This design comes from an exercise in tuning for small area, a short achievable clock period and few clock cycles per item on the open sky130 flow, not from production work. In this exercise RTL edits were held to simulation tests only and were not proved equivalent to the original.

==> v25: inputs <==
==> flow/design.v (excerpt) <==
module lys_comp (
    input  wire        clk,
    input  wire        rst,
    input  wire        start,
    input  wire        clear,
    input  wire        handover,
    input  wire        form,       
    input  wire        unwind,
    input  wire [31:0] r,
    input  wire [31:0] y,
    input  wire [31:0] u0,
    input  wire [31:0] b0,
    input  wire [31:0] b1,
    input  wire [31:0] b2,
    input  wire [31:0] a1,
    input  wire [31:0] a2,
    input  wire [31:0] ki,
    input  wire [31:0] umin,
    input  wire [31:0] umax,
    input  wire [31:0] imin,
    input  wire [31:0] imax,
    output reg         done,
    output wire [31:0] u,
    output reg         sat
);
Settings: LEC_CHECK=0, CAP_MARGIN=20, CORE_MARGIN=2, CORE_UTILIZATION=50, SLEW_MARGIN=20; clock period 21.0 ns.
standard.sh (not shown) runs the stock make flow with config.mk's settings and CLKGATE_MAP_FILE= SYNTH_SCRIPT=/design/flow/synth_recipe.tcl, a recipe that flattens the netlist after the stock synthesis.
==> flow/flow/run.sh <==
#!/bin/bash
# Own layout flow: the standard synthesis and ORFS layout unchanged, except
# that
#  - timing repair (floorplan, CTS, global route) is asked for a setup slack
#    of SETUP_SLACK_MARGIN ns, so the design is sized for a shorter period
#    than the clock's;
#  - every port still gets its buffer, but a plain buf_2 instead of the
#    delay-buffer cell buffer_ports picks by default.
# Each step's full output goes to a log file here.
set -uo pipefail
export SETUP_SLACK_MARGIN=15.5
export BUFFER_PORTS_ARGS="-buffer_cell sky130_fd_sc_hd__buf_2"
bash standard.sh synth > log_synth.txt 2>&1 || exit 1
bash standard.sh finish > log_finish.txt 2>&1 || exit 1
==> v38: changes against v25 <==
--- a/flow/design.v
+++ b/flow/design.v
@@ -18,11 +18,11 @@
     input  wire [31:0] umin,
     input  wire [31:0] umax,
     input  wire [31:0] imin,
     input  wire [31:0] imax,
     output reg         done,
-    output wire [31:0] u,
+    output reg  [31:0] u,
     output reg         sat
 );
     reg  [9:1] p;                
     wire       p0 = ~|p;
     reg        fq, hq, uq;
@@ -39,11 +39,10 @@
     reg               itlt;      
     reg               f_ubad, f_ibad;
     reg               sm_e1, sm_e, sm_e2, sm_h1, sm_h2, msub;
     reg               clr_q;
     reg               af, ai, aa;   
-    assign u = it;
     wire fin = (p[7] & ~fq) | p[9];
     wire [31:0] ma = ({32{sm_e1}} & e1) | ({32{sm_e}} & ed) | ({32{sm_e2}} & e2) |
                      ({32{sm_h1}} & h1) | ({32{sm_h2}} & h2);
     wire [63:0] ms, mc;
     lys_mul mul (.a(ma), .x(xc), .sub(msub), .s(ms), .c(mc));
@@ -124,16 +123,14 @@
         end
         if (p0)
             it <= u0;
         else if (p[4])
             it <= itc;
-        else if (fin)
-            it <= u_n;
         if (p[5])
             itlt <= it < ireg;
-        if (fin)
-            sat <= sat_n;
+        u     <= u_n;
+        sat   <= sat_n;
     end
     always @(posedge clk) begin
         if (rst) begin
             p    <= 9'd0;
             done <= 1'b0;
==> flow/flow/run.sh (replaced) <==
#!/bin/bash
# Own layout flow: the standard synthesis and ORFS layout unchanged, except
# that
#  - timing repair (floorplan, CTS, global route) is asked for a setup slack
#    of SETUP_SLACK_MARGIN ns, so the design is sized for a shorter period
#    than the clock's;
#  - every port still gets its buffer, but a plain buf_1 (upsized by repair where needed) instead of the
#    delay-buffer cell buffer_ports picks by default.
# Each step's full output goes to a log file here.
set -uo pipefail
export SETUP_SLACK_MARGIN=15.5
export BUFFER_PORTS_ARGS="-buffer_cell sky130_fd_sc_hd__buf_1"
bash standard.sh synth > log_synth.txt 2>&1 || exit 1
bash standard.sh finish > log_finish.txt 2>&1 || exit 1
==> flow/config.mk (replaced) <==
export PLATFORM = sky130hd
export DESIGN_NAME = lys_comp
export DESIGN_NICKNAME = lys_comp
export VERILOG_FILES = /design/flow/design.v
export SDC_FILE = /design/flow/constraint.sdc
export NUM_CORES = 4
export LEC_CHECK = 0
export ABC_AREA = 1
export CAP_MARGIN = 20
export CORE_MARGIN = 2
export CORE_UTILIZATION = 50
export CTS_CLUSTER_DIAMETER = 60
export CTS_CLUSTER_SIZE = 30
export SLEW_MARGIN = 20
==> v36: changes against v25 <==
==> flow/flow/run.sh (replaced) <==
#!/bin/bash
# Own layout flow: the standard synthesis and ORFS layout unchanged, except
# that timing repair (floorplan, CTS, global route) is asked for a setup slack
# of SETUP_SLACK_MARGIN ns, so that the design is sized for a shorter period
# than the clock's. Each step's full output goes to a log file here.
set -uo pipefail
export SETUP_SLACK_MARGIN=15
bash standard.sh synth > log_synth.txt 2>&1 || exit 1
bash standard.sh finish > log_finish.txt 2>&1 || exit 1
--- a/flow/config.mk
+++ b/flow/config.mk
@@ -5,7 +5,7 @@
 export SDC_FILE = /design/flow/constraint.sdc
 export NUM_CORES = 4
 export LEC_CHECK = 0
 export CAP_MARGIN = 20
 export CORE_MARGIN = 2
-export CORE_UTILIZATION = 50
+export CORE_UTILIZATION = 40
 export SLEW_MARGIN = 20
==> summary.txt <==
| item | v36 | v38 | v25 |
|---|---|---|---|
| Taps Inserted | 1944 | 1625 | 1612 |
| Total of plain and repair buffers excluding clock buffers | 662 | 579 | 781 |
| Global routing usage summed across all routing layers | 36.9% | 44.4% | 45.1% |
| Initial antenna violation count | 32 | 17 | 43 |
| Antenna Diode Count | 18 | 13 | 18 |
| Worst reg2reg setup slack | 14.98 ns | 15.60 ns | 15.42 ns |
| Crit path capture type | register | primary output | primary output |
| Number of signal-net inverters in the final layout | 609 | 1036 | 609 |
| Share of synthesized area spent on multiplexers | 3.44% | 0.0492% | 3.44% |
| PostCTS Resize Cnt | 70 | 43 | 198 |
| Post-synthesis cell type count | 100 | 63 | 100 |
| Critical path startpoint | p[2]$_SDFF_PP0_ | u[11]$_DFF_P_ | it[1]$_DFFE_PP_ |
| Outcome | finished clean | finished clean | finished clean |
| Placed cell area | 0.0663 mm² | 0.0647 mm² | 0.0636 mm² |
| Post-synthesis share of cell area spent on and, or, nand and nor gates | 10.2% | 16.7% | 10.2% |
| Area share of the largest cell type after synthesis | 16.8% | 17.6% | 16.8% |
| Cell with the most instances after synthesis | sky130_fd_sc_hd__a22oi_1 | sky130_fd_sc_hd__nand2_1 | sky130_fd_sc_hd__a22oi_1 |
| Synthesis-to-layout area growth | 17.7% | 12.0% | 16.6% |
| Y dimension of the die | 391 µm | 353 µm | 350 µm |
Testbench counts of v25, summed over its fixed seeds: cycles 19,330, steps 1,920.
Testbench counts of v38, summed over its fixed seeds: cycles 19,330, steps 1,920.
Testbench counts of v36, summed over its fixed seeds: cycles 19,330, steps 1,920.

what the ideal ports hide:
Ports are ideal in the flow. The routed layouts listed here were re-timed in OpenROAD.
Step 1 (the two cells are an assumption about what drives the block):
set clk [get_ports {clk}]
set_driving_cell -lib_cell sky130_fd_sc_hd__clkbuf_16 $clk
set_driving_cell -lib_cell sky130_fd_sc_hd__buf_2 [delete_from_list [all_inputs] $clk]
Step 2, shift: input delay + t, output delay - t, t = (earliest + latest rising clock arrival at the registers) / 2. This alone moves slack from input paths to output paths.
a / b / c = no drivers / after step 1 / after step 2; a / b = the first two.
run	shift t [ns]	setup slack, ns	clock arrival spread, ns	worst register clock-pin slew, ns	cell pins on the clock port's net
v25	0.749	15.300 / 15.227 / 15.422	0.041 / 0.040	0.07 / 0.07	1
v38	0.803	15.537 / 15.451 / 15.600	0.067 / 0.068	0.09 / 0.09	1
v36	0.782	14.980 / 14.925 / 14.641	0.060 / 0.060	0.07 / 0.07	1
After both steps every run listed still meets setup and hold. For v36, which loses most, drivers alone change the setup slack by -0.055 ns; drivers and shift together by -0.339 ns.
